What follows belongs to an exercise in optimizing a design on an open flow for small area, a short achievable clock period and few clock cycles per item; a production flow would make more cautious choices.
Function was checked by simulation only, so behaviour that the tests miss may differ from the original.

==> design/flow/design.v <==
module aes_sbox_a (
    input  wire [7:0]  in,
    output wire [13:0] cut
);
    wire U0 = in[7], U1 = in[6], U2 = in[5], U3 = in[4];
    wire U4 = in[3], U5 = in[2], U6 = in[1], U7 = in[0];
    wire T1, T2, T3, T4, T5, T6, T7, T8, T9, T10, T11, T12;
    wire T13, T14, T15, T16, T17, T18, T19, T20, T21, T22, T23, T24;
    wire T25, T26, T27, M1, M2, M3, M4, M5, M6, M7, M8, M9;
    wire M10, M11, M12, M13, M14, M15, M16, M17, M18, M19, M20, M21;
    wire M22;
    aes_xor2 g_T1 (.a(U0), .b(U3), .y(T1));
    aes_xor2 g_T2 (.a(U0), .b(U5), .y(T2));
    aes_xor2 g_T3 (.a(U0), .b(U6), .y(T3));
    aes_xor2 g_T4 (.a(U3), .b(U5), .y(T4));
    aes_xor2 g_T5 (.a(U4), .b(U6), .y(T5));
    aes_xor2 g_T6 (.a(T1), .b(T5), .y(T6));
    aes_xor2 g_T7 (.a(U1), .b(U2), .y(T7));
    aes_xor2 g_T8 (.a(U7), .b(T6), .y(T8));
    aes_xor2 g_T9 (.a(U7), .b(T7), .y(T9));
    aes_xor2 g_T10 (.a(T6), .b(T7), .y(T10));
    aes_xor2 g_T11 (.a(U1), .b(U5), .y(T11));
    aes_xor2 g_T12 (.a(U2), .b(U5), .y(T12));
    aes_xor2 g_T13 (.a(T3), .b(T4), .y(T13));
    aes_xor2 g_T14 (.a(T6), .b(T11), .y(T14));
    aes_xor2 g_T15 (.a(T5), .b(T11), .y(T15));
    aes_xor2 g_T16 (.a(T5), .b(T12), .y(T16));
    aes_xor2 g_T17 (.a(T9), .b(T16), .y(T17));
    aes_xor2 g_T18 (.a(U3), .b(U7), .y(T18));
    aes_xor2 g_T19 (.a(T7), .b(T18), .y(T19));
    aes_xor2 g_T20 (.a(T1), .b(T19), .y(T20));
    aes_xor2 g_T21 (.a(U6), .b(U7), .y(T21));
    aes_xor2 g_T22 (.a(T7), .b(T21), .y(T22));
    aes_xor2 g_T23 (.a(T2), .b(T22), .y(T23));
    aes_xor2 g_T24 (.a(T2), .b(T10), .y(T24));
    aes_xor2 g_T25 (.a(T20), .b(T17), .y(T25));
    aes_xor2 g_T26 (.a(T3), .b(T16), .y(T26));
    aes_xor2 g_T27 (.a(T1), .b(T12), .y(T27));
    aes_nand2 g_M1 (.a(T13), .b(T6), .y(M1));
    aes_nand2 g_M2 (.a(T23), .b(T8), .y(M2));
    aes_xnor2 g_M3 (.a(T14), .b(M1), .y(M3));
    aes_nand2 g_M4 (.a(T19), .b(U7), .y(M4));
    aes_xor2 g_M5 (.a(M4), .b(M1), .y(M5));
    aes_nand2 g_M6 (.a(T3), .b(T16), .y(M6));
    aes_nand2 g_M7 (.a(T22), .b(T9), .y(M7));
    aes_xnor2 g_M8 (.a(T26), .b(M6), .y(M8));
    aes_nand2 g_M9 (.a(T20), .b(T17), .y(M9));
    aes_xor2 g_M10 (.a(M9), .b(M6), .y(M10));
    aes_nand2 g_M11 (.a(T1), .b(T15), .y(M11));
    aes_nand2 g_M12 (.a(T4), .b(T27), .y(M12));
    aes_xor2 g_M13 (.a(M12), .b(M11), .y(M13));
    aes_nand2 g_M14 (.a(T2), .b(T10), .y(M14));
    aes_xor2 g_M15 (.a(M14), .b(M11), .y(M15));
    aes_xnor2 g_M16 (.a(M3), .b(M2), .y(M16));
    aes_xor2 g_M17 (.a(M5), .b(T24), .y(M17));
    aes_xnor2 g_M18 (.a(M8), .b(M7), .y(M18));
    aes_xor2 g_M19 (.a(M10), .b(M15), .y(M19));
    aes_xor2 g_M20 (.a(M16), .b(M13), .y(M20));
    aes_xor2 g_M21 (.a(M17), .b(M15), .y(M21));
    aes_xor2 g_M22 (.a(M18), .b(M13), .y(M22));
    assign cut = {M19, T25, M22, M20, M21, T6, T8, T27, T10, T13, T23, T20, T4, T2};
endmodule
module aes_sbox_b (
    input  wire [13:0] cut_a,
    output wire [15:0] cut_b
);
    wire M19, T25, M22, M20, M21, T6, T8, T27, T10, T13, T23, T20;
    wire T4, T2;
    assign {M19, T25, M22, M20, M21, T6, T8, T27, T10, T13, T23, T20, T4, T2} = cut_a;
    wire U7, T16, T9, T17, T15, T19, T3, T22, T1;
    aes_xor2 g_U7 (.a(T6), .b(T8), .y(U7));
    aes_xor2 g_T16 (.a(T6), .b(T27), .y(T16));
    aes_xor2 g_T9 (.a(T8), .b(T10), .y(T9));
    aes_xor2 g_T17 (.a(T25), .b(T20), .y(T17));
    aes_xor2 g_T15 (.a(T27), .b(T10), .y(T15));
    aes_xor2 g_T19 (.a(T13), .b(T23), .y(T19));
    aes_xor2 g_T3 (.a(T13), .b(T4), .y(T3));
    aes_xor2 g_T22 (.a(T23), .b(T2), .y(T22));
    aes_xor2 g_T1 (.a(T4), .b(T2), .y(T1));
    wire M23, M24, M25, M26, M27, M28, M29, M30, M31, M32, M33, M34;
    wire M35, M36, M37, M38, M39, M40, M41, M42, M43, M44, M45, M46;
    wire M47, M48, M49, M50, M51, M52, M53, M54, M55, M56, M57, M58;
    wire M59, M60, M61, M62, M63, L0, L1, L2, L3, L4, L5, L6;
    wire L7, L8, L9, L10, L11, L12, L14, L15, L17, L18, L19, L22;
    wire L23;
    aes_xor2 g_M23 (.a(M19), .b(T25), .y(M23));
    aes_xnor2 g_M24 (.a(M22), .b(M23), .y(M24));
    aes_nand2 g_M25 (.a(M22), .b(M20), .y(M25));
    aes_xor2 g_M26 (.a(M21), .b(M25), .y(M26));
    aes_xnor2 g_M27 (.a(M20), .b(M21), .y(M27));
    aes_xor2 g_M28 (.a(M23), .b(M25), .y(M28));
    aes_nor2 g_M29 (.a(M28), .b(M27), .y(M29));
    aes_nor2 g_M30 (.a(M26), .b(M24), .y(M30));
    aes_nand2 g_M31 (.a(M20), .b(M23), .y(M31));
    aes_nor2 g_M32 (.a(M27), .b(M31), .y(M32));
    aes_xor2 g_M33 (.a(M27), .b(M25), .y(M33));
    aes_nand2 g_M34 (.a(M21), .b(M22), .y(M34));
    aes_nor2 g_M35 (.a(M24), .b(M34), .y(M35));
    aes_xor2 g_M36 (.a(M24), .b(M25), .y(M36));
    aes_xor2 g_M37 (.a(M21), .b(M29), .y(M37));
    aes_xor2 g_M38 (.a(M32), .b(M33), .y(M38));
    aes_xor2 g_M39 (.a(M23), .b(M30), .y(M39));
    aes_xor2 g_M40 (.a(M35), .b(M36), .y(M40));
    aes_xor2 g_M41 (.a(M38), .b(M40), .y(M41));
    aes_xor2 g_M42 (.a(M37), .b(M39), .y(M42));
    aes_xor2 g_M43 (.a(M37), .b(M38), .y(M43));
    aes_xor2 g_M44 (.a(M39), .b(M40), .y(M44));
    aes_xor2 g_M45 (.a(M42), .b(M41), .y(M45));
    aes_nand2 g_M46 (.a(M44), .b(T6), .y(M46));
    aes_nand2 g_M47 (.a(M40), .b(T8), .y(M47));
    aes_nand2 g_M48 (.a(M39), .b(U7), .y(M48));
    aes_nand2 g_M49 (.a(M43), .b(T16), .y(M49));
    aes_nand2 g_M50 (.a(M38), .b(T9), .y(M50));
    aes_nand2 g_M51 (.a(M37), .b(T17), .y(M51));
    aes_nand2 g_M52 (.a(M42), .b(T15), .y(M52));
    aes_nand2 g_M53 (.a(M45), .b(T27), .y(M53));
    aes_nand2 g_M54 (.a(M41), .b(T10), .y(M54));
    aes_nand2 g_M55 (.a(M44), .b(T13), .y(M55));
    aes_nand2 g_M56 (.a(M40), .b(T23), .y(M56));
    aes_nand2 g_M57 (.a(M39), .b(T19), .y(M57));
    aes_nand2 g_M58 (.a(M43), .b(T3), .y(M58));
    aes_nand2 g_M59 (.a(M38), .b(T22), .y(M59));
    aes_nand2 g_M60 (.a(M37), .b(T20), .y(M60));
    aes_nand2 g_M61 (.a(M42), .b(T1), .y(M61));
    aes_nand2 g_M62 (.a(M45), .b(T4), .y(M62));
    aes_nand2 g_M63 (.a(M41), .b(T2), .y(M63));
    aes_xor2 g_L0 (.a(M61), .b(M62), .y(L0));
    aes_xor2 g_L1 (.a(M50), .b(M56), .y(L1));
    aes_xor2 g_L2 (.a(M46), .b(M48), .y(L2));
    aes_xor2 g_L3 (.a(M47), .b(M55), .y(L3));
    aes_xor2 g_L4 (.a(M54), .b(M58), .y(L4));
    aes_xor2 g_L5 (.a(M49), .b(M61), .y(L5));
    aes_xnor2 g_L6 (.a(M62), .b(L5), .y(L6));
    aes_xnor2 g_L7 (.a(M46), .b(L3), .y(L7));
    aes_xor2 g_L8 (.a(M51), .b(M59), .y(L8));
    aes_xor2 g_L9 (.a(M52), .b(M53), .y(L9));
    aes_xnor2 g_L10 (.a(M53), .b(L4), .y(L10));
    aes_xnor2 g_L11 (.a(M60), .b(L2), .y(L11));
    aes_xor2 g_L12 (.a(M48), .b(M51), .y(L12));
    aes_xor2 g_L14 (.a(M52), .b(M61), .y(L14));
    aes_xnor2 g_L15 (.a(M55), .b(L1), .y(L15));
    aes_xnor2 g_L17 (.a(M57), .b(L1), .y(L17));
    aes_xnor2 g_L18 (.a(M58), .b(L8), .y(L18));
    aes_xnor2 g_L19 (.a(M63), .b(L4), .y(L19));
    aes_xor2 g_L22 (.a(L3), .b(L12), .y(L22));
    aes_xor2 g_L23 (.a(L18), .b(L2), .y(L23));
    assign cut_b = {M50, L0, M56, L1, L7, L15, L9, L6, L10, L8, L11, L14, L17, L19, L22, L23};
endmodule
module aes_sbox_c (
    input  wire [15:0] cut,
    output wire [7:0]  out
);
    wire M50, L0, M56, L1, L7, L15, L9, L6, L10, L8, L11, L14;
    wire L17, L19, L22, L23;
    assign {M50, L0, M56, L1, L7, L15, L9, L6, L10, L8, L11, L14, L17, L19, L22, L23} = cut;
    wire L13, L16, L20, L21, L24, L25, L26, L27, L28, L29, S0, S1;
    wire S2, S3, S4, S5, S6, S7;
    aes_xnor2 g_L13 (.a(M50), .b(L0), .y(L13));
    aes_xnor2 g_L16 (.a(M56), .b(L0), .y(L16));
    aes_xor2 g_L20 (.a(L0), .b(L1), .y(L20));
    aes_xor2 g_L21 (.a(L1), .b(L7), .y(L21));
    aes_xor2 g_L24 (.a(L15), .b(L9), .y(L24));
    aes_xor2 g_L25 (.a(L6), .b(L10), .y(L25));
    aes_xor2 g_L26 (.a(L7), .b(L9), .y(L26));
    aes_xor2 g_L27 (.a(L8), .b(L10), .y(L27));
    aes_xor2 g_L28 (.a(L11), .b(L14), .y(L28));
    aes_xor2 g_L29 (.a(L11), .b(L17), .y(L29));
    aes_xor2 g_S0 (.a(L6), .b(L24), .y(S0));
    aes_xnor2 g_S1 (.a(L16), .b(L26), .y(S1));
    aes_xnor2 g_S2 (.a(L19), .b(L28), .y(S2));
    aes_xor2 g_S3 (.a(L6), .b(L21), .y(S3));
    aes_xor2 g_S4 (.a(L20), .b(L22), .y(S4));
    aes_xor2 g_S5 (.a(L25), .b(L29), .y(S5));
    aes_xnor2 g_S6 (.a(L13), .b(L27), .y(S6));
    aes_xnor2 g_S7 (.a(L6), .b(L23), .y(S7));
    assign out = {S0, S1, S2, S3, S4, S5, S6, S7};
endmodule
module aes_xor2 (input wire a, input wire b, output wire y);
    assign y = a ^ b;
endmodule
module aes_xnor2 (input wire a, input wire b, output wire y);
    assign y = ~(a ^ b);
endmodule
module aes_nand2 (input wire a, input wire b, output wire y);
    assign y = ~(a & b);
endmodule
module aes_nor2 (input wire a, input wire b, output wire y);
    assign y = ~(a | b);
endmodule
module aes_round_a (
    input  wire [127:0] in,
    output wire [223:0] cut
);
    genvar g;
    generate
        for (g = 0; g < 16; g = g + 1) begin : g_sbox
            aes_sbox_a u_sbox (
                .in (in[127 - 8*g -: 8]),
                .cut(cut[223 - 14*g -: 14])
            );
        end
    endgenerate
endmodule
module aes_round_b (
    input  wire [223:0] cut_a,
    output wire [255:0] cut_b
);
    genvar g;
    generate
        for (g = 0; g < 16; g = g + 1) begin : g_sbox
            aes_sbox_b u_sbox (
                .cut_a(cut_a[223 - 14*g -: 14]),
                .cut_b(cut_b[255 - 16*g -: 16])
            );
        end
    endgenerate
endmodule
module aes_round_c (
    input  wire [255:0] cut,
    output wire [127:0] shifted,    
    output wire [127:0] mixed       
);
    wire [127:0] sub;
    genvar g, r, c;
    generate
        for (g = 0; g < 16; g = g + 1) begin : g_sbox
            aes_sbox_c u_sbox (
                .cut(cut[255 - 16*g -: 16]),
                .out(sub[127 - 8*g -: 8])
            );
        end
        for (c = 0; c < 4; c = c + 1) begin : g_col
            for (r = 0; r < 4; r = r + 1) begin : g_row
                assign shifted[127 - 8*(r + 4*c) -: 8] = sub[127 - 8*(r + 4*((c + r) % 4)) -: 8];
            end
            aes_mix_column u_mix (
                .in (shifted[127 - 32*c -: 32]),
                .out(mixed[127 - 32*c -: 32])
            );
        end
    endgenerate
endmodule
module aes_mix_column (
    input  wire [31:0] in,
    output wire [31:0] out
);
    wire [7:0] a0 = in[31:24], a1 = in[23:16], a2 = in[15:8], a3 = in[7:0];
    wire [7:0] p01, p12, p23, p30, q0, q1, q2, q3, x0, x1, x2, x3, b0, b1, b2, b3;
    aes_xor8  u_p01 (.a(a0), .b(a1), .y(p01));
    aes_xor8  u_p12 (.a(a1), .b(a2), .y(p12));
    aes_xor8  u_p23 (.a(a2), .b(a3), .y(p23));
    aes_xor8  u_p30 (.a(a3), .b(a0), .y(p30));
    aes_xor8  u_q0  (.a(a1), .b(p23), .y(q0));
    aes_xor8  u_q1  (.a(a2), .b(p30), .y(q1));
    aes_xor8  u_q2  (.a(a3), .b(p01), .y(q2));
    aes_xor8  u_q3  (.a(a0), .b(p12), .y(q3));
    aes_xtime u_x0  (.a(p01), .y(x0));
    aes_xtime u_x1  (.a(p12), .y(x1));
    aes_xtime u_x2  (.a(p23), .y(x2));
    aes_xtime u_x3  (.a(p30), .y(x3));
    aes_xor8  u_b0  (.a(x0), .b(q0), .y(b0));
    aes_xor8  u_b1  (.a(x1), .b(q1), .y(b1));
    aes_xor8  u_b2  (.a(x2), .b(q2), .y(b2));
    aes_xor8  u_b3  (.a(x3), .b(q3), .y(b3));
    assign out = {b0, b1, b2, b3};
endmodule
module aes_xtime (
    input  wire [7:0] a,
    output wire [7:0] y
);
    assign y = {a[6:0], 1'b0} ^ {3'b000, a[7], a[7], 1'b0, a[7], a[7]};
endmodule
module aes_xor8 (
    input  wire [7:0] a,
    input  wire [7:0] b,
    output wire [7:0] y
);
    assign y = a ^ b;
endmodule
module aes_key_expand_a (
    input  wire [31:0] word,
    output wire [55:0] cut
);
    genvar g;
    generate
        for (g = 0; g < 4; g = g + 1) begin : g_sbox
            aes_sbox_a u_sbox (
                .in (word[31 - 8*g -: 8]),
                .cut(cut[55 - 14*g -: 14])
            );
        end
    endgenerate
endmodule
module aes_key_expand_b (
    input  wire [55:0] cut_a,
    output wire [63:0] cut_b
);
    genvar g;
    generate
        for (g = 0; g < 4; g = g + 1) begin : g_sbox
            aes_sbox_b u_sbox (
                .cut_a(cut_a[55 - 14*g -: 14]),
                .cut_b(cut_b[63 - 16*g -: 16])
            );
        end
    endgenerate
endmodule
module aes_key_expand_c (
    input  wire [63:0]  cut,
    input  wire [127:0] base,
    input  wire [7:0]   rcon,
    output wire [127:0] pre,     
    output wire [31:0]  sub      
);
    genvar g;
    generate
        for (g = 0; g < 4; g = g + 1) begin : g_sbox
            aes_sbox_c u_sbox (
                .cut(cut[63 - 16*g -: 16]),
                .out(sub[31 - 8*g -: 8])
            );
        end
    endgenerate
    wire [31:0] p0 = base[127:96] ^ {rcon, 24'h000000};
    wire [31:0] p1 = p0 ^ base[95:64];
    wire [31:0] p2 = p1 ^ base[63:32];
    wire [31:0] p3 = p2 ^ base[31:0];
    assign pre = {p0, p1, p2, p3};
endmodule
module aes_encrypt_core (
    input  wire         clk,
    input  wire         rst,         
    input  wire         start,
    input  wire         key_256,     
    input  wire [255:0] key,
    input  wire [127:0] block_in,
    output wire         ready,
    output wire         done,
    output wire [127:0] block_out
);
    reg [127:0] m1;          
    reg [127:0] ka1;         
    reg [127:0] kb1;         
    reg [7:0]   rcon1;       
    reg [3:0]   rnd1;
    reg         mode1;       
    reg         rot1;        
    reg         v1;          
    reg [223:0] d2;          
    reg [55:0]  kc2;         
    reg [127:0] ka2;
    reg [127:0] kb2;
    reg [7:0]   rcon2;       
    reg [7:0]   rcon_n2;     
    reg [3:0]   rnd2;
    reg         mode2;
    reg         last2;       
    reg         v2;
    reg [255:0] d3;          
    reg [63:0]  kc3;         
    reg [127:0] ka3;
    reg [127:0] kb3;
    reg [7:0]   rcon3;
    reg [7:0]   rcon_n3;
    reg [3:0]   rnd3;
    reg         mode3;
    reg         last3;
    reg         v3;
    reg [127:0] result;
    reg         done_q;
    reg         ready_q;
    wire ld     = !v3 || last3;
    wire accept = start && ready_q;
    function [7:0] xtime;
        input [7:0] b;
        begin
            xtime = {b[6:0], 1'b0} ^ (b[7] ? 8'h1b : 8'h00);
        end
    endfunction
    wire [127:0] x1;
    aes_xor128 u_ark (.a(m1), .b(ka1), .y(x1));
    wire [223:0] d1;
    aes_round_a u_round_a (.in(x1), .cut(d1));
    wire [31:0] kw1 = !mode1         ? {ka1[23:0], ka1[31:24]} :
                      rot1           ? {kb1[23:0], kb1[31:24]} : kb1[31:0];
    wire [55:0] kc1;
    aes_key_expand_a u_key_a (.word(kw1), .cut(kc1));
    wire last1 = (rnd1 == (mode1 ? 4'd14 : 4'd10));
    always @(posedge clk) begin
        d2      <= d1;
        kc2     <= kc1;
        ka2     <= ka1;
        kb2     <= kb1;
        rcon2   <= rot1 ? rcon1 : 8'h00;
        rcon_n2 <= rot1 ? xtime(rcon1) : rcon1;
        rnd2    <= rnd1;
        mode2   <= mode1;
        last2   <= last1;
    end
    wire [255:0] dd2;
    aes_round_b u_round_b (.cut_a(d2), .cut_b(dd2));
    wire [63:0] kcc2;
    aes_key_expand_b u_key_b (.cut_a(kc2), .cut_b(kcc2));
    always @(posedge clk) begin
        d3      <= dd2;
        kc3     <= kcc2;
        ka3     <= ka2;
        kb3     <= kb2;
        rcon3   <= rcon2;
        rcon_n3 <= rcon_n2;
        rnd3    <= rnd2;
        mode3   <= mode2;
        last3   <= last2;
    end
    wire [127:0] shifted, mixed;
    aes_round_c u_round_c (.cut(d3), .shifted(shifted), .mixed(mixed));
    wire [127:0] ke_pre;
    wire [31:0]  ke_sub;
    aes_key_expand_c u_key_c (.cut(kc3), .base(ka3), .rcon(rcon3), .pre(ke_pre), .sub(ke_sub));
    wire [127:0] ke_next = ke_pre ^ {4{ke_sub}};
    wire [127:0] rk_pre = mode3 ? kb3 : ke_pre;
    wire [127:0] rk_sub = mode3 ? 128'd0 : {4{ke_sub}};
    wire [127:0] res3 = (shifted ^ rk_pre) ^ rk_sub;
    wire [127:0] ka1_pre = ld ? key[255:128] : rk_pre;
    wire [127:0] ka1_sub = (ld || mode3) ? 128'd0 : {4{ke_sub}};
    always @(posedge clk) begin
        result <= res3;
        ka1    <= ka1_pre ^ ka1_sub;
        if (ld) begin
            m1    <= block_in;
            kb1   <= key[127:0];
            rcon1 <= 8'h01;
            rnd1  <= 4'd1;
            mode1 <= key_256;
            rot1  <= 1'b1;
        end else begin
            m1    <= mixed;
            kb1   <= ke_next;
            rcon1 <= rcon_n3;
            rnd1  <= rnd3 + 4'd1;
            mode1 <= mode3;
            rot1  <= !mode3 || !rnd3[0];
        end
    end
    wire       v1_n    = ld ? accept : v3;
    wire       mode1_n = ld ? key_256 : mode3;
    wire [3:0] rnd1_n  = ld ? 4'd1 : rnd3 + 4'd1;
    wire       ready_n = (!v2 || last2) &&
                         (!v1_n || !mode1_n || rnd1_n >= 4'd5) &&
                         (!v1 || !mode1 || rnd1 >= 4'd5);
    always @(posedge clk) begin
        if (rst) begin
            v1      <= 1'b0;
            v2      <= 1'b0;
            v3      <= 1'b0;
            done_q  <= 1'b0;
            ready_q <= 1'b1;
        end else begin
            v1      <= v1_n;
            v2      <= v1;
            v3      <= v2;
            done_q  <= v3 && last3;
            ready_q <= ready_n;
        end
    end
    assign ready     = ready_q;
    assign done      = done_q;
    assign block_out = result;
endmodule
module aes_xor128 (
    input  wire [127:0] a,
    input  wire [127:0] b,
    output wire [127:0] y
);
    assign y = a ^ b;
endmodule
==> design/flow/flow/run.sh <==
#!/bin/bash
# The standard layout (standard.sh, unchanged synthesis), with the input and
# output port buffers made from the smallest buffer cell.
set -euo pipefail
export BUFFER_PORTS_ARGS="-buffer_cell sky130_fd_sc_hd__buf_1"
bash standard.sh > standard.log 2>&1
==> design/flow/standard.sh <==
#!/bin/bash
# synth_recipe.tcl (not shown) runs the flow's synth.tcl, then flattens the netlist and writes it again
# the make line also repeats each setting of config.mk as NAME=value (left out here)
make -C /OpenROAD-flow-scripts/flow DESIGN_CONFIG=/design/flow/config.mk WORK_HOME=/design/flow/orfs CLKGATE_MAP_FILE= SYNTH_SCRIPT=/design/flow/synth_recipe.tcl "${@:-finish}"
==> design/flow/config.mk <==
export PLATFORM = sky130hd
export DESIGN_NAME = aes_encrypt_core
export DESIGN_NICKNAME = aes_encrypt_core
export VERILOG_FILES = /design/flow/design.v
export SDC_FILE = /design/flow/constraint.sdc
export NUM_CORES = 4
export LEC_CHECK = 0
export CAP_MARGIN = 20
export CORE_MARGIN = 2
export CORE_UTILIZATION = 50
export CTS_BUF_LIST = sky130_fd_sc_hd__clkbuf_16
export CTS_CLUSTER_DIAMETER = 100
export CTS_CLUSTER_SIZE = 30
export PLACE_DENSITY = 0.6
export SETUP_SLACK_MARGIN = 3.3
export SLEW_MARGIN = 20
export SYNTH_HIERARCHICAL = 1
export SYNTH_MINIMUM_KEEP_SIZE = 0
==> design/flow/constraint.sdc <==
create_clock -name core_clock -period 6.0 [get_ports {clk}]
set_input_delay 1.2000 -clock core_clock [delete_from_list [all_inputs] [get_ports {clk}]]
set_output_delay 1.2000 -clock core_clock [all_outputs]
set_load 0.01 [all_outputs]
==> Implementation_results.wiki, run 1 <==
{| class="wikitable"
! Metric !! Value
|-
| Via count || 44520
|-
| Via-per-instance ratio || 4.725
|-
| Register area share after synthesis || 44.28%
|-
| Pin count of the biggest net entering global routing || 158
|-
| DRC violations left || 0
|-
| Number of buffers between clock root and the deepest sink || 3
|-
| Weighted congestion reported at the end of routability-driven placement || 0.9387
|-
| Worst Reg2Reg Path Length in Cells || 4
|-
| Origin of the critical flop-to-flop path || mode3
|-
| Slew Limit Headroom || 16.16%
|-
| GR met3 Demand/Resource || 3.088%
|-
| Kind of critical path || reg -> reg
|-
| Met1 demand-to-capacity share in global routing || 35.64%
|-
| Post-DR wirelength/cell || 22.71 um
|-
| Number of max-slew violations in the final report || 0
|-
| Final std cells w/o fill || 9421
|-
| Most frequent standard cell in the layout excluding fill and tap cells || xor2_1
|-
| Initial antenna violation count || 10
|-
| H-Tree Depth || 3
|-
| Synth Net Count || 8105
|-
| Count of TritonRoute iterations in the first routing pass || 8
|-
| Core region area || 151700 um^2
|-
| Post-DRT Antenna Nets || 0
|-
| Max-cap viol count || 0
|-
| Site row count || 143
|-
| Area of all placed cells without fillers || 77350 um^2
|-
| Worst hold path class || reg -> reg
|-
| Routing layer with the top usage in global route || met2
|-
| Start point of the worst min-delay path || ka2[71]
|-
| Reg2Reg Capture Point || ka1[76]
|-
| Kind of end point of the critical path || register
|-
| Pin slew with the least headroom to its limit || 1249 ps
|-
| Startpoint type of the worst setup path || register
|-
| Dominant cells by area after synthesis || dfxtp_1 (44%), xor2_1 (26%), buf_4 (8.5%), xnor2_1 (8.3%), nand2_1 (6.8%)
|-
| Number of clock buffers inserted by TritonCTS || 68
|-
| Average cell area after synthesis || 9.886 um^2
|-
| Clock latency on the worst-skew pair || 730 ps
|-
| Area of the die || 155700 um^2
|-
| Number of global-route vias before repair || 44420
|-
| Height of the die || 394.6 um
|-
| Final min period || 2677 ps
|-
| Top-level port count || 518
|-
| Count of endpoints failing setup in the final report || 0
|-
| Cells after synthesis || 7716
|-
| Arrival @ worst endpoint || 3220 ps
|-
| RSZ-0062 raised after global routing || yes
|-
| Cell at the root of the clock tree || clkbuf_16
|-
| Setup TNS after final layout || 0 ps
|-
| Max Clock Skew || 36.82 ps
|-
| Largest fanout of any net on the critical path || 81
|-
| HPWL reported at the end of detailed placement || 173.5 mm
|-
| Post-synth top area cell || dfxtp_1
|-
| CTS tree || done
|-
| Global-route track usage on met2 || 44.11%
|-
| Detailed router's first-iteration violation count || 2925
|-
| FF-to-FF setup slack || 3320 ps
|-
| Count of filler cells inserted in the layout || 14260
|-
| Post-synthesis instance area || 76280 um^2
|-
| Die W || 394.6 um
|-
| Hold Vio Cnt, Final || 0
|-
| Initial cell density of the core || 50.27%
|-
| Aggregate global routing overflow || 0
|-
| Count of cell types in the netlist || 31
|-
| Area growth from synthesis to layout || 1.401%
|-
| Post-detailed-routing wire length || 213.9 mm
|-
| Result of the run || complete, no violations
|-
| Post-place instance area || 74250 um^2
|-
| Terminating pin of the worst hold path || ka3[71]
|-
| Most used cells in the layout excluding fill and tap cells || xor2_1 (2126), dfxtp_1 (1685), nand2_1 (1375)
|-
| GRT Overall Usage || 26.69%
|-
| Count of yosys warnings during synthesis || 7
|-
| Share of cells above drive strength 1 || 5.074%
|-
| Placed cell count || 9297
|-
| Synthesized flop and latch total || 1687
|-
| Maximum operating frequency || 373.5 MHz
|-
| Period utilization || 44.62%
|-
| Required time at the worst-slack endpoint || 6540 ps
|-
| Worst-path clk slew || 110 ps
|-
| Cell depth of the worst hold path || 0
|-
| Number of buffer cells added on primary ports || 517
|-
| Clock Sink Count || 1687
|-
| Top-area cell type share of the netlist area || 44.28%
|-
| Number of nets in the layout || 7760
|-
| Global-route wire length before repair || 300.5 mm
|}
==> synthesized netlist by cell type <==
library cell	number
a21o_1	1
a21oi_1	37
and2_1	16
and4b_1	1
buf_1	37
buf_2	59
buf_4	865
buf_6	8
clkbuf_1	53
clkbuf_2	4
dfxtp_1	1687
ha_1	1
inv_1	25
inv_2	1
mux2_2	5
mux2i_1	32
nand2_1	1375
nand2b_1	2
nand3_1	2
nand4_1	1
nor2_1	118
nor2b_1	4
nor3_1	2
o21ai_0	284
o21ai_1	61
o21ai_2	40
o32a_1	1
xnor2_1	724
xnor3_1	32
xor2_1	2230
xor2_2	8
==> per-module statistics from Yosys, one instance, submodules excluded, a selection <==
module,flip-flops and latches,cells inside
aes_xor128,0,128
aes_sbox_b,0,16
aes_xor8,0,8
aes_xtime,0,8
aes_nor2,0,1
aes_xor2,0,1
aes_nand2,0,1
==> per-stage QoR <==
step           worst slack, ps  hold slack (ps)  util (%)
3_3_place_gp              2574            309.5     48.93
3_5_place_dp              2560            312.1     48.93
4_1_cts                   3262            320.5     50.36
2_1_floorplan             3317            309.6         -
6_report                  3323            321.4     50.98
5_1_grt                   3238            320.1     50.98
==> flip-flops by register name (all words and copies together) (netlist names), 4 cells and up <==
name and cells:
ka3 128, rnd2 4, kc2 56, m1 128, kb1 128, rcon2 8, ka1 128, d3 256
ka2 128, kb3 128, rcon_n3 8, kb2 128, result 128, rcon3 8, rnd3 4, rcon1 8
kc3 64, rcon_n2 8, rnd1 4, d2 224
==> worst max-delay path: stages, from the launching register on <==
cell and delay [ps]:
dfxtp_1 390, inv_8 350, buf_4 610, o21ai_0 250, o21ai_0 690
==> timing repair <==
item / CTS / global route
buffers inserted: 10 / 24
setup endpoints to repair: 40 / 169
hold buffers: 0 / 0
resized for setup: 20 / 102
pin swaps: 6 / 18
==> cell families (layout without fill, tap and decap cells) <==
group	count (synthesis)	after routing	synth area share (%)
buffers and inverters	1052	726	9.616
other	0	1	0
muxes	37	37	0.4937
xor gates and xnor gates	2994	2994	35.03
adders and majority gates	1	1	0.01640
AOI/OAI and AO/OA	424	424	2.989
and+or+nand+nor	1521	1521	7.575
DFF	1687	1687	44.28
==> how the worst max path moves through the flow <==
stage	start	depth (start not counted)	to	slack (ps)
global route	ka1[116]	7	d2[205]	3240
detailed placement	rot1	9	kc2[9]	2560
finish	mode3	4	ka1[76]	3320
global placement	rot1	9	kc2[9]	2570
CTS	rot1	9	kc2[55]	3260
floorplan	rot1	11	kc2[9]	3320
==> layout make-up <==
cell class / count / area, um^2 / share of cell area [%]
multi-input combinational: 4977 / 36220 / 46.83
antenna: 1 / 2.502 / 0.003235
clock buffer: 71 / 1777 / 2.297
sequential: 1687 / 33780 / 43.67
tap: 2030 / 2540 / 3.284
timing repair buffer: 611 / 2729 / 3.528
inverter: 26 / 105.1 / 0.1359
clock inverter: 18 / 191.4 / 0.2475
==> metal layers <==
layer / share of wire (%) / up-vias
li1: - / 21960
met5: 0.0061 / -
met1: 45 / 21310
met3: 4.3 / 242
met4: 4.2 / 2
met2: 47 / 1001
Testbench counts, summed over its fixed seeds: cycles 30,968, items 2,400.
==> inputs of run 2 (changes only) <==
--- a/design/flow/config.mk
+++ b/design/flow/config.mk
@@ -8,9 +8,9 @@
 export CAP_MARGIN = 20
 export CORE_MARGIN = 2
-export CORE_UTILIZATION = 50
+export CORE_UTILIZATION = 60
 export CTS_BUF_LIST = sky130_fd_sc_hd__clkbuf_16
-export CTS_CLUSTER_DIAMETER = 100
-export CTS_CLUSTER_SIZE = 30
-export PLACE_DENSITY = 0.6
+export CTS_CLUSTER_DIAMETER = 80
+export CTS_CLUSTER_SIZE = 20
+export PLACE_DENSITY = 0.7
 export SETUP_SLACK_MARGIN = 3.3
 export SLEW_MARGIN = 20
==> Implementation_results.wiki, run 2 <==
{| class="wikitable"
! Metric !! Value
|-
| Result of the run || complete, no violations
|-
| Hold Vio Cnt, Final || 0 (unchanged)
|-
| Register area share after synthesis || 44.28% (unchanged)
|-
| CTS tree || done
|-
| Final worst slack || 3303 ps (-19.11 ps)
|-
| Kind of end point of the critical path || register
|-
| Worst Reg2Reg Path Length in Cells || 6 (+2)
|-
| Cell at the root of the clock tree || clkbuf_16
|-
| Required time at the worst-slack endpoint || 6520 ps (-20 ps)
|-
| Post-DR wirelength/cell || 22.62 um (-0.39%)
|-
| Number of hold-repair buffers added at the cts stage || 0 (unchanged)
|-
| Share of cells above drive strength 1 || 5.076% (about the same)
|-
| Count of yosys warnings during synthesis || 7 (unchanged)
|-
| Clock Sink Count || 1687 (unchanged)
|-
| Core region area || 125900 um^2 (-17%)
|-
| Flip-flop count of the largest register after layout || 256 (unchanged)
|-
| Count of endpoints failing setup in the final report || 0 (unchanged)
|-
| Placed cell count || 8906 (-4.2%)
|-
| Count of TritonRoute iterations in the first routing pass || 5 (-3)
|-
| Number of buffers between clock root and the deepest sink || 3 (unchanged)
|-
| Initial cell density of the core || 60.59% (+10 points)
|-
| Start point of the worst min-delay path || kb2[5]
|-
| Pin slew with the least headroom to its limit || 1274 ps (+25.56 ps)
|-
| Top-area cell type share of the netlist area || 44.28% (unchanged)
|-
| Multi-input logic area || 36070 um^2 (-0.41%)
|-
| Final min period || 2697 ps (+19.11 ps)
|-
| Post-DRT Antenna Nets || 0 (unchanged)
|-
| Area of all placed cells without fillers || 77430 um^2 (+0.11%)
|-
| Via-per-instance ratio || 4.992 (+5.6%)
|-
| Worst-path clk slew || 80 ps (-30 ps)
|-
| Seq. cell area || 33780 um^2 (about the same)
|-
| Cell depth of the worst hold path || 0 (unchanged)
|-
| Max Clock Skew || 22.85 ps (-13.97 ps)
|-
| FFs w/ async S/R, synth || 0% (unchanged)
|-
| Share of the core filled with cells || 61.50% (+11 points)
|-
| Height of the die || 360.6 um (-8.6%)
|-
| Synthesized flop and latch total || 1687 (unchanged)
|-
| Regs by FF count || d3: 256 flops, d2: 224 flops
|-
| Top register by number of flip-flops || d3
|-
| Commonest register cell after synthesis || dfxtp_1
|-
| Synth Net Count || 8105 (unchanged)
|-
| Reg2Reg Capture Point || ka1[62]
|-
| Setup TNS after final layout || 0 ps (unchanged)
|-
| Aggregate global routing overflow || 0 (unchanged)
|-
| Largest fanout of any net on the critical path || 2 (-98%)
|-
| Area growth from synthesis to layout || 1.512%
|-
| Period utilization || 44.94% (+0.32 points)
|-
| Via count || 45230 (+1.6%)
|-
| Maximum operating frequency || 370.8 MHz (-0.71%)
|-
| DRC violations left || 0 (unchanged)
|-
| Dominant cells by area after synthesis || dfxtp_1 (44%), xor2_1 (26%), buf_4 (8.5%), xnor2_1 (8.3%), nand2_1 (6.8%)
|-
| Origin of the critical flop-to-flop path || ka3[94]
|-
| Number of max-slew violations in the final report || 0 (unchanged)
|-
| Slew Limit Headroom || 14.99% (-1.2 points)
|-
| Final std cells w/o fill || 9061 (-3.8%)
|-
| H-Tree Depth || 3 (unchanged)
|-
| GRT Overall Usage || 30.60% (+3.9 points)
|-
| Count of filler cells inserted in the layout || 10710 (-25%)
|-
| Number of buffer cells added on primary ports || 517 (unchanged)
|-
| Clock latency on the worst-skew pair || 700 ps (-30 ps)
|-
| Most used cells in the layout excluding fill and tap cells || xor2_1 (2138), dfxtp_1 (1685), nand2_1 (1375)
|-
| Post-place instance area || 73680 um^2 (-0.77%)
|-
| Fin Hold WS || 325.0 ps (+3.663 ps)
|-
| Weighted congestion reported at the end of routability-driven placement || 0.9800 (+4.4%)
|-
| Worst hold path class || reg -> reg
|-
| RSZ-0062 raised after global routing || yes
|-
| Site row count || 130 (-9.1%)
|-
| Most used standard cell by instance count after synthesis || xor2_1
|-
| HPWL reported at the end of detailed placement || 164.5 mm (-5.2%)
|-
| Most used standard cells in the synthesized netlist || xor2_1 (2230), dfxtp_1 (1687), nand2_1 (1375)
|-
| Detailed router's first-iteration violation count || 3387 (+16%)
|-
| Number of nets in the layout || 7779 (+0.24%)
|-
| Average cell area after synthesis || 9.886 um^2 (unchanged)
|-
| Number of clock buffers inserted by TritonCTS || 98 (+44%)
|-
| Top-level port count || 518 (unchanged)
|-
| Post-synth top area cell || dfxtp_1
|-
| Kind of critical path || reg -> reg
|-
| FF-to-FF setup slack || 3300 ps (-20 ps)
|-
| Pin count of the biggest net entering global routing || 147 (-7.0%)
|-
| Global-route wire length before repair || 290.7 mm (-3.3%)
|-
| Pre-CTS setup slack || 2558 ps (-1.950 ps)
|-
| Max-cap viol count || 0 (unchanged)
|-
| Post-detailed-routing wire length || 205.0 mm (-4.2%)
|-
| Count of cell types in the netlist || 31 (unchanged)
|-
| Most frequent standard cell in the layout excluding fill and tap cells || xor2_1
|-
| Startpoint type of the worst setup path || register
|-
| Number of global-route vias before repair || 44630 (+0.48%)
|-
| Number of synthesized flops with an enable pin || 0 (unchanged)
|-
| Arrival @ worst endpoint || 3220 ps (about the same)
|-
| Cells after synthesis || 7716 (unchanged)
|-
| Terminating pin of the worst hold path || kb3[5]
|-
| Initial antenna violation count || 6 (-4)
|-
| Die W || 360.6 um (-8.6%)
|-
| Area of the die || 130000 um^2 (-17%)
|-
| Post-synthesis instance area || 76280 um^2 (unchanged)
|}
[run 2: layout make-up]
type	instances	share of cell area [%]
diodes	3	0.009695
clock buffers	101	3.264
clock inverters	17	0.2763
inverters	26	0.1357
multi-input cells	4977	46.58
flip-flops and latches	1687	43.62
well taps	1650	2.666
repair buffers	600	3.440
[run 2: worst max-delay path, cell delays in order (launching register included)]
cell and delay (ps):
dfxtp_1 460, xnor2_1 900, xnor2_1 170, xnor2_1 520, nand2_1 100, o21ai_0 170, o21ai_0 200
[run 2: modules after synthesis, one instance, submodules excluded, excerpt]
| module | cells | area, um^2 | copies in the design |
|---|---|---|---|
| aes_encrypt_core | 3416 | 42720 | 1 |
| aes_key_expand_c | 160 | 1752 | 1 |
| aes_xor128 | 128 | 1121 | 1 |
| aes_sbox_b | 16 | 120.1 | 20 |
| aes_sbox_a | 14 | 105.1 | 20 |
| aes_xor8 | 8 | 70.07 | 48 |
| aes_xtime | 8 | 63.81 | 16 |
| aes_sbox_c | 8 | 60.06 | 20 |
| aes_xnor2 | 1 | 8.758 | 400 |
| aes_xor2 | 1 | 8.758 | 1660 |
| aes_nand2 | 1 | 3.754 | 600 |
| aes_nor2 | 1 | 3.754 | 80 |
[run 2: logic make-up (layout without fill, tap and decap cells)]
family	after synthesis	count (layout)	share of synthesized area, %
xor+xnor	2994	2994	35.03
flops	1687	1687	44.28
simple gates	1521	1521	7.575
buf+inv	1052	744	9.616
compound gates	424	424	2.989
mux	37	37	0.4937
fa+ha+maj	1	1	0.01640
other cells	0	3	0
[run 2: what timing repair did]
item	in CTS	in global routing
buffers inserted	8	25
cloned	0	1
endpoints found under the setup margin	33	153
pin swaps	0	15
gates resized for setup	15	88
[run 2: worst max-delay path by stage]
stage                        from       to  slack, ps
after floorplan              rot1   kc2[9]       3320
after global placement       rot1  kc2[51]       2590
after detailed placement     rot1  kc2[51]       2560
after CTS                 kc2[54]  kc3[56]       3310
after global routing         rot1  kc2[41]       3260
final                     ka3[94]  ka1[62]       3300
[run 2: layer usage]
layer / global-route usage, % / wire length [um]
met3: 4.472 / 11580
met5: 0 / 0
met2: 49.61 / 94100
met1: 40.08 / 88490
met4: 14.79 / 10790
==> inputs of run 3 (changes only) <==
--- a/design/flow/config.mk
+++ b/design/flow/config.mk
@@ -6,11 +6,12 @@
 export NUM_CORES = 4
 export LEC_CHECK = 0
+export ABC_AREA = 1
 export CAP_MARGIN = 20
 export CORE_MARGIN = 2
-export CORE_UTILIZATION = 60
+export CORE_UTILIZATION = 50
 export CTS_BUF_LIST = sky130_fd_sc_hd__clkbuf_16
 export CTS_CLUSTER_DIAMETER = 80
 export CTS_CLUSTER_SIZE = 20
-export PLACE_DENSITY = 0.7
+export PLACE_DENSITY = 0.6
 export SETUP_SLACK_MARGIN = 3.3
 export SLEW_MARGIN = 20
==> Implementation_results.wiki, run 3 <==
{| class="wikitable"
! Metric !! Value
|-
| Worst Reg2Reg Path Length in Cells || 5 (-1)
|-
| Number of clock buffers inserted by TritonCTS || 115 (+17%)
|-
| Synthesized-area fraction occupied by and/or/nand/nor cells || 36.37% (+29 points)
|-
| Slew Limit Headroom || 37.01% (+22 points)
|-
| Via count || 92910 (+110%)
|-
| Kind of critical path || reg -> out
|-
| Maximum operating frequency || 377.6 MHz (+1.8%)
|-
| FF-to-FF setup slack || 3420 ps (+120 ps)
|-
| Pin slew with the least headroom to its limit || 942.6 ps (-331.5 ps)
|-
| Combinational family with the most area after synthesis || simple AND/OR/NAND/NOR gates
|-
| Count of cell types in the netlist || 25 (-19%)
|-
| Max stage delay cell, worst path || dfxtp_2
|-
| Share of cells above drive strength 1 || 2.292% (-2.8 points)
|-
| Top-area cell type share of the netlist area || 34.38% (-9.9 points)
|-
| Cell depth of the worst hold path || 0 (unchanged)
|-
| Initial antenna violation count || 38 (+32)
|-
| Number of synthesized flops with an enable pin || 0 (unchanged)
|-
| Count of TritonRoute iterations in the first routing pass || 6 (+1)
|-
| Register area share after synthesis || 31.96% (-12 points)
|-
| Worst-path clk slew || 80 ps (about the same)
|-
| Core region area || 209800 um^2 (+67%)
|-
| Post-DRT Antenna Nets || 0 (unchanged)
|-
| Delay contributed by the slowest stage of the critical path || 460 ps (-440 ps)
|-
| Start point of the worst min-delay path || kb1[107]
|-
| Average cell area after synthesis || 5.567 um^2 (-44%)
|-
| Global-route wire length before repair || 494.3 mm (+70%)
|-
| Clock latency on the worst-skew pair || 820 ps (+120 ps)
|-
| Routed length on met2 || 142.2 mm (+51%)
|-
| Cell at the root of the clock tree || clkbuf_16
|-
| Number of buffers between clock root and the deepest sink || 3 (unchanged)
|-
| H-Tree Depth || 3 (unchanged)
|-
| Cells after synthesis || 18980 (+150%)
|-
| Share of the core filled with cells || 51.65% (-9.9 points)
|-
| Regs by FF count || d3: 256 flops, d2: 224 flops
|-
| Arrival @ worst endpoint || 1450 ps (-1770 ps)
|-
| Worst hold path class || reg -> reg
|-
| Dominant cells by area after synthesis || nand2_1 (34%), dfxtp_1 (32%), inv_1 (19%), buf_4 (6.2%), xnor2_1 (2.3%)
|-
| Reg2Reg Capture Point || m1[59]
|-
| Setup TNS after final layout || 0 ps (unchanged)
|-
| Post-synthesis instance area || 105700 um^2 (+39%)
|-
| Top-level port count || 518 (unchanged)
|-
| Max-cap viol count || 0 (unchanged)
|-
| Max Used Layer || met5
|-
| Met1 layer wirelength in the final routing || 156.7 mm (+77%)
|-
| Aggregate global routing overflow || 0 (unchanged)
|-
| Synth Net Count || 19370 (+140%)
|-
| Count of yosys warnings during synthesis || 7 (unchanged)
|-
| Final std cells w/o fill || 21510 (+140%)
|-
| Post-DR wirelength/cell || 15.69 um (-31%)
|-
| Number of max-slew violations in the final report || 0 (unchanged)
|-
| Result of the run || complete, no violations
|-
| Sequence of cells on the critical path || buf_1
|-
| Final worst slack || 3351 ps (+48.02 ps)
|-
| Terminating pin of the worst hold path || kb2[107]
|-
| Post-synthesis compound-gate area fraction || 2.090% (-0.90 points)
|-
| Area growth from synthesis to layout || 2.550%
|-
| Placed cell count || 21290 (+140%)
|-
| Clock Sink Count || 1687 (unchanged)
|-
| Most used cells in the layout excluding fill and tap cells || nand2_1 (9671), inv_1 (5312), dfxtp_1 (1627)
|-
| Die W || 463.7 um (+29%)
|-
| RSZ-0062 raised after global routing || yes
|-
| Top register by number of flip-flops || d3
|-
| HPWL reported at the end of detailed placement || 276.5 mm (+68%)
|-
| Synthesized flop and latch total || 1687 (unchanged)
|-
| FFs w/ async S/R, synth || 0% (unchanged)
|-
| Number of buffer cells added on primary ports || 517 (unchanged)
|-
| Post-detailed-routing wire length || 337.5 mm (+65%)
|-
| Area of the die || 215000 um^2 (+65%)
|-
| Commonest register cell after synthesis || dfxtp_1
|-
| Detailed router's first-iteration violation count || 7660 (+130%)
|-
| Final min period || 2649 ps (-48.02 ps)
|-
| Origin of the critical flop-to-flop path || last3
|-
| GRT Overall Usage || 30.70% (+0.11 points)
|-
| Post-synth top area cell || nand2_1
|-
| Most frequent standard cell in the layout excluding fill and tap cells || nand2_1
|-
| Initial cell density of the core || 50.37% (-10 points)
|-
| Via-per-instance ratio || 4.320 (-13%)
|-
| Largest fanout of any net on the critical path || 1 (-1)
|-
| Pre-CTS setup slack || 2991 ps (+432.6 ps)
|-
| Critical path buffers and inverters || 1 (+1)
|-
| Kind of end point of the critical path || output port
|-
| Synth Area in XOR/XNOR || 3.760% (-31 points)
|-
| Most used standard cell by instance count after synthesis || nand2_1
|-
| Routed length on met3 || 18.41 mm (+59%)
|-
| Startpoint type of the worst setup path || register
|-
| Number of hold-repair buffers added at the cts stage || 0 (unchanged)
|-
| Most used standard cells in the synthesized netlist || nand2_1 (9678), inv_1 (5311), dfxtp_1 (1687)
|-
| Site row count || 168 (+29%)
|-
| Max Clock Skew || 48.41 ps (+25.56 ps)
|-
| Number of nets in the layout || 19000 (+140%)
|-
| Hold Vio Cnt, Final || 0 (unchanged)
|-
| Required time at the worst-slack endpoint || 4800 ps (-1720 ps)
|-
| Adder-cell area share of the yosys netlist || 0.01184% (-0.0046 points)
|-
| CTS tree || done
|-
| Number of global-route vias before repair || 79080 (+77%)
|-
| Flip-flop count of the largest register after layout || 256 (unchanged)
|-
| Count of endpoints failing setup in the final report || 0 (unchanged)
|-
| Weighted congestion reported at the end of routability-driven placement || 0.9577 (-2.3%)
|-
| Height of the die || 463.7 um (+29%)
|-
| DRC violations left || 0 (unchanged)
|-
| Period utilization || 44.14% (-0.80 points)
|-
| Kind of cell with the highest combined delay on the critical path || flip-flops
|-
| Pin count of the biggest net entering global routing || 110 (-25%)
|-
| Portion of netlist area occupied by mux cells || 0% (-0.49 points)
|}
[run 3: cell types whose count changed after synthesis, moves of 54 or more]
cell / delta
xnor2_1: -444
xor2_1: -2101
nand3_1: +91
nor2_1: +131
o22ai_1: +96
o21ai_0: -54
o21ai_1: -61
inv_1: +5286
nand2_1: +8303
[run 3: logic make-up after synthesis]
| family | after synthesis |
|---|---|
| XOR/XNOR | 433 |
| adder cells (fa/ha/maj) | 1 |
| buffers and inverters | 6362 |
| AO/OA/AOI/OAI | 393 |
| AND/OR/NAND/NOR | 10100 |
| flip-flops | 1687 |
[run 3: final cells by class]
| type | count | area, um^2 |
|---|---|---|
| multi-input cells | 10930 | 44870 |
| well taps | 2805 | 3510 |
| repair buffers | 546 | 2303 |
| flip-flops and latches | 1687 | 33890 |
| fillers | 22120 | 101400 |
| inverters | 5330 | 20040 |
| diodes | 27 | 67.56 |
| clock buffers | 115 | 2878 |
| clock inverters | 70 | 794.5 |
[run 3: worst max-delay path by stage]
stage,startpoint,to,slack [ps],cells past startpoint
detailed placement,mode3,ka1[45],2990,6
global placement,mode3,ka1[77],3040,6
CTS,result[14],block_out[14],3300,1
finish,result[71],block_out[71],3350,1
global route,d3[41],m1[59],3240,17
floorplan,mode1,kc2[23],3480,22
[run 3: repair_timing]
action                                  in CTS  in global routing
hold endpoints to repair                     0                  0
buffers inserted                             0                  2
endpoints found under the setup margin     205                 53
cloned                                       0                  2
resized for setup                           96                 48
[run 3: per-layer routing]
layer  up-vias  GRT usage [%]
met4         8          15.21
met1     39530          42.09
li1      50790              -
met3       451          2.822
met2      2131          48.21
met5         -              0
[run 3: through the flow]
| step | hold WS, ps | area [um^2] |
|---|---|---|
| floorplan | 309.6 | 105700 |
| global placement | 309.6 | 104100 |
| detailed placement | 312.1 | 104100 |
| CTS | 308.9 | 108000 |
| global route | 316.9 | 108300 |
| finish | 314.7 | 108400 |
[run 3: modules after synthesis (local to each module, per instance), excerpt]
module            times used  flip-flops and latches  cells inside  area [um^2]
aes_xor2                1660                       0             5        18.77
aes_xtime                 16                       0            18        86.33
aes_xor128                 1                       0           640         2402
aes_sbox_c                20                       0             8        60.06
aes_key_expand_c           1                       0           448         2562
aes_sbox_b                20                       0            16        120.1
aes_encrypt_core           1                    1687          3942        45180
aes_nor2                  80                       0             1        3.754
aes_sbox_a                20                       0            14        105.1
aes_nand2                600                       0             1        3.754
aes_xor8                  48                       0            40        150.1
aes_xnor2                400                       0             5        18.77
==> inputs of run 4 (changes only) <==
--- a/design/flow/config.mk
+++ b/design/flow/config.mk
@@ -6,5 +6,4 @@
 export NUM_CORES = 4
 export LEC_CHECK = 0
-export ABC_AREA = 1
 export CAP_MARGIN = 20
 export CORE_MARGIN = 2
==> Implementation_results.wiki, run 4 <==
{| class="wikitable"
! Metric !! Value
|-
| Share of cells above drive strength 1 || 5.525% (+3.2 points)
|-
| Pin count of the biggest net entering global routing || 158 (+44%)
|-
| Count of endpoints failing setup in the final report || 0 (unchanged)
|-
| Post-DR wirelength/cell || 22.72 um (+45%)
|-
| Critical path buffers and inverters || 0 (-1)
|-
| Most used cells in the layout excluding fill and tap cells || xor2_1 (2129), dfxtp_1 (1685), nand2_1 (1375)
|-
| Kind of end point of the critical path || register
|-
| Period utilization || 44.53% (+0.39 points)
|-
| Cells after synthesis || 7716 (-59%)
|-
| Setup TNS after final layout || 0 ps (unchanged)
|-
| Initial cell density of the core || 50.27% (-0.092 points)
|-
| Cell mode on critical path || xor2_1
|-
| Post-place instance area || 74250 um^2 (-29%)
|-
| Ant. Diodes || 0 (-100%)
|-
| Count of yosys warnings during synthesis || 7 (unchanged)
|-
| Required time at the worst-slack endpoint || 6680 ps (+1880 ps)
|-
| Detailed router's first-iteration violation count || 2964 (-61%)
|-
| H-Tree Depth || 3 (unchanged)
|-
| Post-DRT Antenna Nets || 0 (unchanged)
|-
| Clock latency on the worst-skew pair || 750 ps (-70 ps)
|-
| Core region area || 151700 um^2 (-28%)
|-
| Die W || 394.6 um (-15%)
|-
| Regs by FF count || d3: 256 flops, d2: 224 flops
|-
| Area growth from synthesis to layout || 2.651% (about the same)
|-
| Count of TritonRoute iterations in the first routing pass || 7 (+1)
|-
| Global-route wire length before repair || 302.7 mm (-39%)
|-
| Final min period || 2672 ps (+23.33 ps)
|-
| Top register by number of flip-flops || d3
|-
| FFs w/ async S/R, synth || 0% (unchanged)
|-
| Top-area cell type share of the netlist area || 44.28% (+9.9 points)
|-
| Aggregate global routing overflow || 0 (unchanged)
|-
| Number of nets in the layout || 7789 (-59%)
|-
| HPWL reported at the end of detailed placement || 173.5 mm (-37%)
|-
| Site row count || 143 (-15%)
|-
| Max Clock Skew || 33.89 ps (-14.52 ps)
|-
| Pin slew with the least headroom to its limit || 1203 ps (+260.7 ps)
|-
| Height of the die || 394.6 um (-15%)
|-
| Max-cap viol count || 0 (unchanged)
|-
| Average cell area after synthesis || 9.886 um^2 (+78%)
|-
| Number of clock buffers inserted by TritonCTS || 102 (-11%)
|-
| Number of max-slew violations in the final report || 0 (unchanged)
|-
| Most used standard cells in the synthesized netlist || xor2_1 (2230), dfxtp_1 (1687), nand2_1 (1375)
|-
| Startpoint type of the worst setup path || register
|-
| Commonest register cell after synthesis || dfxtp_1
|-
| Initial antenna violation count || 11 (-71%)
|-
| Area of all placed cells without fillers || 78300 um^2 (-28%)
|-
| Flip-flop count of the largest register after layout || 256 (unchanged)
|-
| Arrival @ worst endpoint || 3350 ps (+1900 ps)
|-
| Clock Sink Count || 1687 (unchanged)
|-
| Count of cell types in the netlist || 31 (+24%)
|-
| GRT Overall Usage || 26.85% (-3.9 points)
|-
| Dominant cells by area after synthesis || dfxtp_1 (44%), xor2_1 (26%), buf_4 (8.5%), xnor2_1 (8.3%), nand2_1 (6.8%)
|-
| Max stage delay cell, worst path || xor2_1
|-
| Largest fanout of any net on the critical path || 4 (+3)
|-
| Via-per-instance ratio || 4.729 (+9.5%)
|-
| Kind of critical path || reg -> reg
|-
| Synth Net Count || 8105 (-58%)
|-
| Slew Limit Headroom || 19.20% (-18 points)
|-
| Number of buffer cells added on primary ports || 517 (unchanged)
|-
| DRC violations left || 0 (unchanged)
|-
| Synthesized flop and latch total || 1687 (unchanged)
|-
| Area of the die || 155700 um^2 (-28%)
|-
| RSZ-0062 raised after global routing || yes
|-
| Cell at the root of the clock tree || clkbuf_16
|-
| Post-synth top area cell || dfxtp_1
|-
| Top-level port count || 518 (unchanged)
|-
| Result of the run || complete, no violations
|-
| Number of buffers between clock root and the deepest sink || 3 (unchanged)
|-
| Delay contributed by the slowest stage of the critical path || 850 ps (+390 ps)
|-
| Post-detailed-routing wire length || 215.1 mm (-36%)
|-
| Maximum operating frequency || 374.3 MHz (-0.87%)
|-
| CTS tree || done
|-
| Number of synthesized flops with an enable pin || 0 (unchanged)
|-
| Hold Vio Cnt, Final || 0 (unchanged)
|-
| Register area share after synthesis || 44.28% (+12 points)
|-
| Weighted congestion reported at the end of routability-driven placement || 0.9387 (-2.0%)
|-
| Worst-path clk slew || 90 ps (about the same)
|-
| Count of filler cells inserted in the layout || 14170 (-36%)
|-
| Via count || 44780 (-52%)
|-
| Most frequent standard cell in the layout excluding fill and tap cells || xor2_1
|-
| Sequence of cells on the critical path || xor2_1 > xor2_1 > xor2_1 > xor2_1 > xor2_1 > nand2_1 > nand2_1
|-
| Worst hold path class || reg -> reg
|-
| Post-synthesis instance area || 76280 um^2 (-28%)
|-
| Most used standard cell by instance count after synthesis || xor2_1
|-
| Number of global-route vias before repair || 44710 (-43%)
|-
| Kind of cell with the highest combined delay on the critical path || XOR/XNOR gates
|}
[run 4: cell count changes in the layout (fill, tap and decap cells not counted), moves of 78 or more]
cell	change
xor2_1	+2000
o22ai_1	-96
xor2_2	+78
nand2_1	-8296
nor2_1	-131
xnor2_1	+436
inv_1	-5281
nand3_1	-91
[run 4: worst register-to-register path: cells and delay by family, from the launching register on]
family / cells / cell delay (ps)
xor gates and xnor gates: 5 / 2000
DFF: 1 / 400
and+or+nand+nor: 2 / 200
[run 4: cell type report]
| cell class | instances | area (um^2) | area share [%] |
|---|---|---|---|
| Clock inverter | 40 | 434.2 | 0.5545 |
| Multi-Input combinational cell | 4977 | 36180 | 46.21 |
| Timing Repair Buffer | 606 | 2679 | 3.421 |
| Inverter | 26 | 105.1 | 0.1342 |
| Clock buffer | 103 | 2577 | 3.292 |
| Sequential cell | 1687 | 33780 | 43.14 |
| Tap cell | 2030 | 2540 | 3.244 |
[run 4: per-stage QoR]
stage               utilization (%)  hold slack, ps  instances  setup slack, ps
floorplan                         -           309.6       7716             3317
global placement              48.93           309.5       9296             2574
detailed placement            48.93           312.1       9297             2560
CTS                           51.02           310.0       9448             3303
global route                  51.61           318.9       9469             3161
finish                        51.61           310.1       9469             3328
[run 4: layer usage]
metal,routed length [um],GRT usage (%)
met5,13,0
met4,9661,10.46
met3,8669,3.064
met2,99970,44.40
met1,96820,35.85
[run 4: worst paths after layout]
| check | from | to | slack (ps) | cells after the start |
|---|---|---|---|---|
| max | d3[158] | m1[3] | 3330 | 7 |
| min | kb2[106] | kb3[106] | 310 | 0 |
| max reg2reg | d3[158] | m1[3] | 3330 | 7 |
| min reg2reg | kb2[106] | kb3[106] | 310 | 0 |
[run 4: logic make-up after synthesis]
group           count (synthesis)  synth area share, %
xor+xnor                     2994                35.03
mux                            37               0.4937
buf+inv                      1052                9.616
compound gates                424                2.989
flops                        1687                44.28
simple gates                 1521                7.575
fa+ha+maj                       1              0.01640
[run 4: per-module statistics from Yosys (local to each module, per instance), a selection]
module,flip-flops and latches,area [um^2],times used
aes_encrypt_core,1687,42720,1
aes_key_expand_c,0,1752,1
aes_nand2,0,3.754,600
aes_nor2,0,3.754,80
aes_sbox_a,0,105.1,20
aes_sbox_b,0,120.1,20
aes_sbox_c,0,60.06,20
aes_xnor2,0,8.758,400
aes_xor128,0,1121,1
aes_xor2,0,8.758,1660
aes_xor8,0,70.07,48
aes_xtime,0,63.81,16
[run 4: timing repair]
action | CTS | global route
setup buffers | 8 | 21
gates cloned | 0 | 0
resized for setup | 18 | 97
setup endpoints to repair | 36 | 172
hold buffers | 0 | 0
pin swaps | 4 | 13
==> inputs of run 5 (changes only) <==
--- a/design/flow/config.mk
+++ b/design/flow/config.mk
@@ -13,5 +13,5 @@
 export CTS_CLUSTER_SIZE = 20
 export PLACE_DENSITY = 0.6
-export SETUP_SLACK_MARGIN = 3.3
+export SETUP_SLACK_MARGIN = 3.2
 export SLEW_MARGIN = 20
 export SYNTH_HIERARCHICAL = 1
==> Implementation_results.wiki, run 5 <==
{| class="wikitable"
! Metric !! Value
|-
| Required time at the worst-slack endpoint || 6600 ps (-80 ps)
|-
| Detailed router's first-iteration violation count || 2933 (-1.0%)
|-
| Count of yosys warnings during synthesis || 7 (unchanged)
|-
| Number of global-route vias before repair || 44900 (+0.43%)
|-
| Initial antenna violation count || 12 (+1)
|-
| Pin count of the biggest net entering global routing || 181 (+15%)
|-
| Cells after synthesis || 7716 (unchanged)
|-
| Period utilization || 45.48% (+0.95 points)
|-
| Area of all placed cells without fillers || 77920 um^2 (-0.48%)
|-
| Site row count || 143 (unchanged)
|-
| CTS tree || done
|-
| Slew Limit Headroom || 19.84% (+0.64 points)
|-
| Global-route wire length before repair || 303.9 mm (+0.39%)
|-
| Result of the run || complete, no violations
|-
| Arrival @ worst endpoint || 3330 ps (-20 ps)
|-
| Most frequent standard cell in the layout excluding fill and tap cells || xor2_1
|-
| DRC violations left || 0 (unchanged)
|-
| Average cell area after synthesis || 9.886 um^2 (unchanged)
|-
| Count of TritonRoute iterations in the first routing pass || 6 (-1)
|-
| Top register by number of flip-flops || d3
|-
| Number of hold-repair buffers added at the cts stage || 0 (unchanged)
|-
| GRT Overall Usage || 26.86% (about the same)
|-
| Final min period || 2729 ps (+56.98 ps)
|-
| Weighted congestion reported at the end of routability-driven placement || 0.9462 (+0.80%)
|-
| Number of nets in the layout || 7790 (+0.013%)
|-
| Most used standard cells in the synthesized netlist || xor2_1 (2230), dfxtp_1 (1687), nand2_1 (1375)
|-
| Post-synthesis instance area || 76280 um^2 (unchanged)
|-
| FF-to-FF setup slack || 3270 ps (-60 ps)
|-
| Number of max-slew violations in the final report || 0 (unchanged)
|-
| Placed cell count || 9302 (+0.054%)
|-
| H-Tree Depth || 3 (unchanged)
|-
| Kind of critical path || reg -> reg
|-
| Dominant cells by area after synthesis || dfxtp_1 (44%), xor2_1 (26%), buf_4 (8.5%), xnor2_1 (8.3%), nand2_1 (6.8%)
|-
| Worst hold path class || reg -> reg
|-
| Post-synth top area cell || dfxtp_1
|-
| Clock latency on the worst-skew pair || 740 ps (about the same)
|-
| Count of cell types in the netlist || 31 (unchanged)
|-
| Pin slew with the least headroom to its limit || 1194 ps (-9.496 ps)
|-
| Largest fanout of any net on the critical path || 30 (+26)
|-
| Max Clock Skew || 37.40 ps (+3.513 ps)
|-
| Number of buffers between clock root and the deepest sink || 3 (unchanged)
|-
| Flip-flop count of the largest register after layout || 256 (unchanged)
|-
| Commonest register cell after synthesis || dfxtp_1
|-
| Initial cell density of the core || 50.27% (unchanged)
|-
| Number of clock buffers inserted by TritonCTS || 102 (unchanged)
|-
| Post-place instance area || 74300 um^2 (about the same)
|-
| Aggregate global routing overflow || 0 (unchanged)
|-
| Via count || 44660 (-0.28%)
|-
| Hold Vio Cnt, Final || 0 (unchanged)
|-
| Origin of the critical flop-to-flop path || rot1
|-
| Number of buffer cells added on primary ports || 517 (unchanged)
|-
| Post-detailed-routing wire length || 215.0 mm (about the same)
|-
| Count of endpoints failing setup in the final report || 0 (unchanged)
|-
| Most used cells in the layout excluding fill and tap cells || xor2_1 (2175), dfxtp_1 (1685), nand2_1 (1375)
|-
| Reg2Reg Capture Point || kc2[13]
|-
| Final std cells w/o fill || 9467 (-0.021%)
|-
| Synth Net Count || 8105 (unchanged)
|-
| Core region area || 151700 um^2 (unchanged)
|-
| Die W || 394.6 um (unchanged)
|-
| Area growth from synthesis to layout || 2.154%
|-
| Top-level port count || 518 (unchanged)
|-
| Cell at the root of the clock tree || clkbuf_16
|-
| RSZ-0062 raised after global routing || yes
|-
| Post-DRT Antenna Nets || 0 (unchanged)
|-
| Setup TNS after final layout || 0 ps (unchanged)
|-
| Height of the die || 394.6 um (unchanged)
|-
| Kind of end point of the critical path || register
|-
| Max-cap viol count || 0 (unchanged)
|-
| Regs by FF count || d3: 256 flops, d2: 224 flops
|}
## run 5: what timing repair did
action / in CTS / in global routing
cloned: 0 / 0
hold endpoints to repair: 0 / 0
resized for setup: 18 / 50
pin swaps: 2 / 18
endpoints found under the setup margin: 25 / 66
setup buffers: 3 / 22
## run 5: per-stage QoR
step                hold WS (ps)  util [%]  setup slack [ps]
floorplan                  309.6         -              3196
global placement           309.8     48.96              2782
detailed placement         312.1     48.97              2607
CTS                        316.6     51.01              3159
global route               318.2     51.35              3136
finish                     308.8     51.36              3271
## run 5: area by class of cell
cell class                 instances  area (um^2)
antenna                            2        5.005
timing repair buffer             607         2699
fill                           14080        73810
clock inverter                    33        347.8
inverter                          26        105.1
multi-input combinational       4977        35820
sequential                      1687        33780
clock buffer                     105         2628
tap                             2030         2540
## run 5: logic make-up after synthesis
kind of cell / synth area share, %
multiplexers: 0.4937
AND/OR/NAND/NOR: 7.575
buffers and inverters: 9.616
flip-flops: 44.28
XOR/XNOR: 35.03
adder cells (fa/ha/maj): 0.01640
AO/OA/AOI/OAI: 2.989
## run 5: critical path: stages (launching register included)
cell     delay (ps)
dfxtp_4         480
buf_12          260
mux2i_1         100
a21oi_1         400
xor2_2          280
buf_4           180
xor2_1          210
xor2_1          260
nand2_1         100
xor2_1          160
xor2_1          140
## run 5: worst max path at each step
| stage | from | to | slack (ps) | depth (start not counted) |
|---|---|---|---|---|
| after floorplan | mode1 | kc2[37] | 3200 | 11 |
| after global placement | mode1 | kc2[9] | 2780 | 8 |
| after detailed placement | rot1 | kc2[9] | 2610 | 9 |
| after CTS | rot1 | kc2[9] | 3160 | 9 |
| after global routing | rot1 | kc2[53] | 3140 | 9 |
| final | rot1 | kc2[13] | 3270 | 10 |
## run 5: per-module statistics from Yosys (local to each module, per instance), a selection
module            cell area [um^2]  flip-flops and latches
aes_key_expand_c              1752                       0
aes_nand2                    3.754                       0
aes_nor2                     3.754                       0
aes_sbox_a                   105.1                       0
aes_sbox_c                   60.06                       0
aes_xnor2                    8.758                       0
aes_xor2                     8.758                       0
## run 5: per-layer routing
layer	track usage [%]	up-vias	share of wire (%)
li1	-	22070	-
met1	36.40	21290	45
met2	44.59	1060	47
met3	2.812	237	4.6
met4	9.140	0	3.4
met5	0	-	0

==> what the ideal ports hide <==
No port has a modelled driver above. Below, the same layouts with a new extraction and two added sets of constraints.
Step 1 sets driving cells, clkbuf_16 on the clock port and buf_2 on the other inputs (assumed; they add their load-dependent delay and slew).
Step 2 times the ports against the registers' clock, not the clock port: input delays grow and output delays shrink by t, the midpoint of the rising clock arrivals with the driver on.
Slacks: ideal ports / drivers / drivers and shift; pairs: ideal ports / drivers.
run	shift t [ns]	slack for setup (ns)	worst setup path after step 2
run 1	0.786	3.323 / 3.323 / 3.323	register to register
run 2	0.770	3.303 / 3.303 / 3.303	register to register
run 3	0.886	3.351 / 3.259 / 3.418	register to register
run 4	0.815	3.328 / 3.328 / 3.328	register to register
run 5	0.807	3.271 / 3.219 / 3.271	register to register
After both steps setup and hold are still met in every run listed.
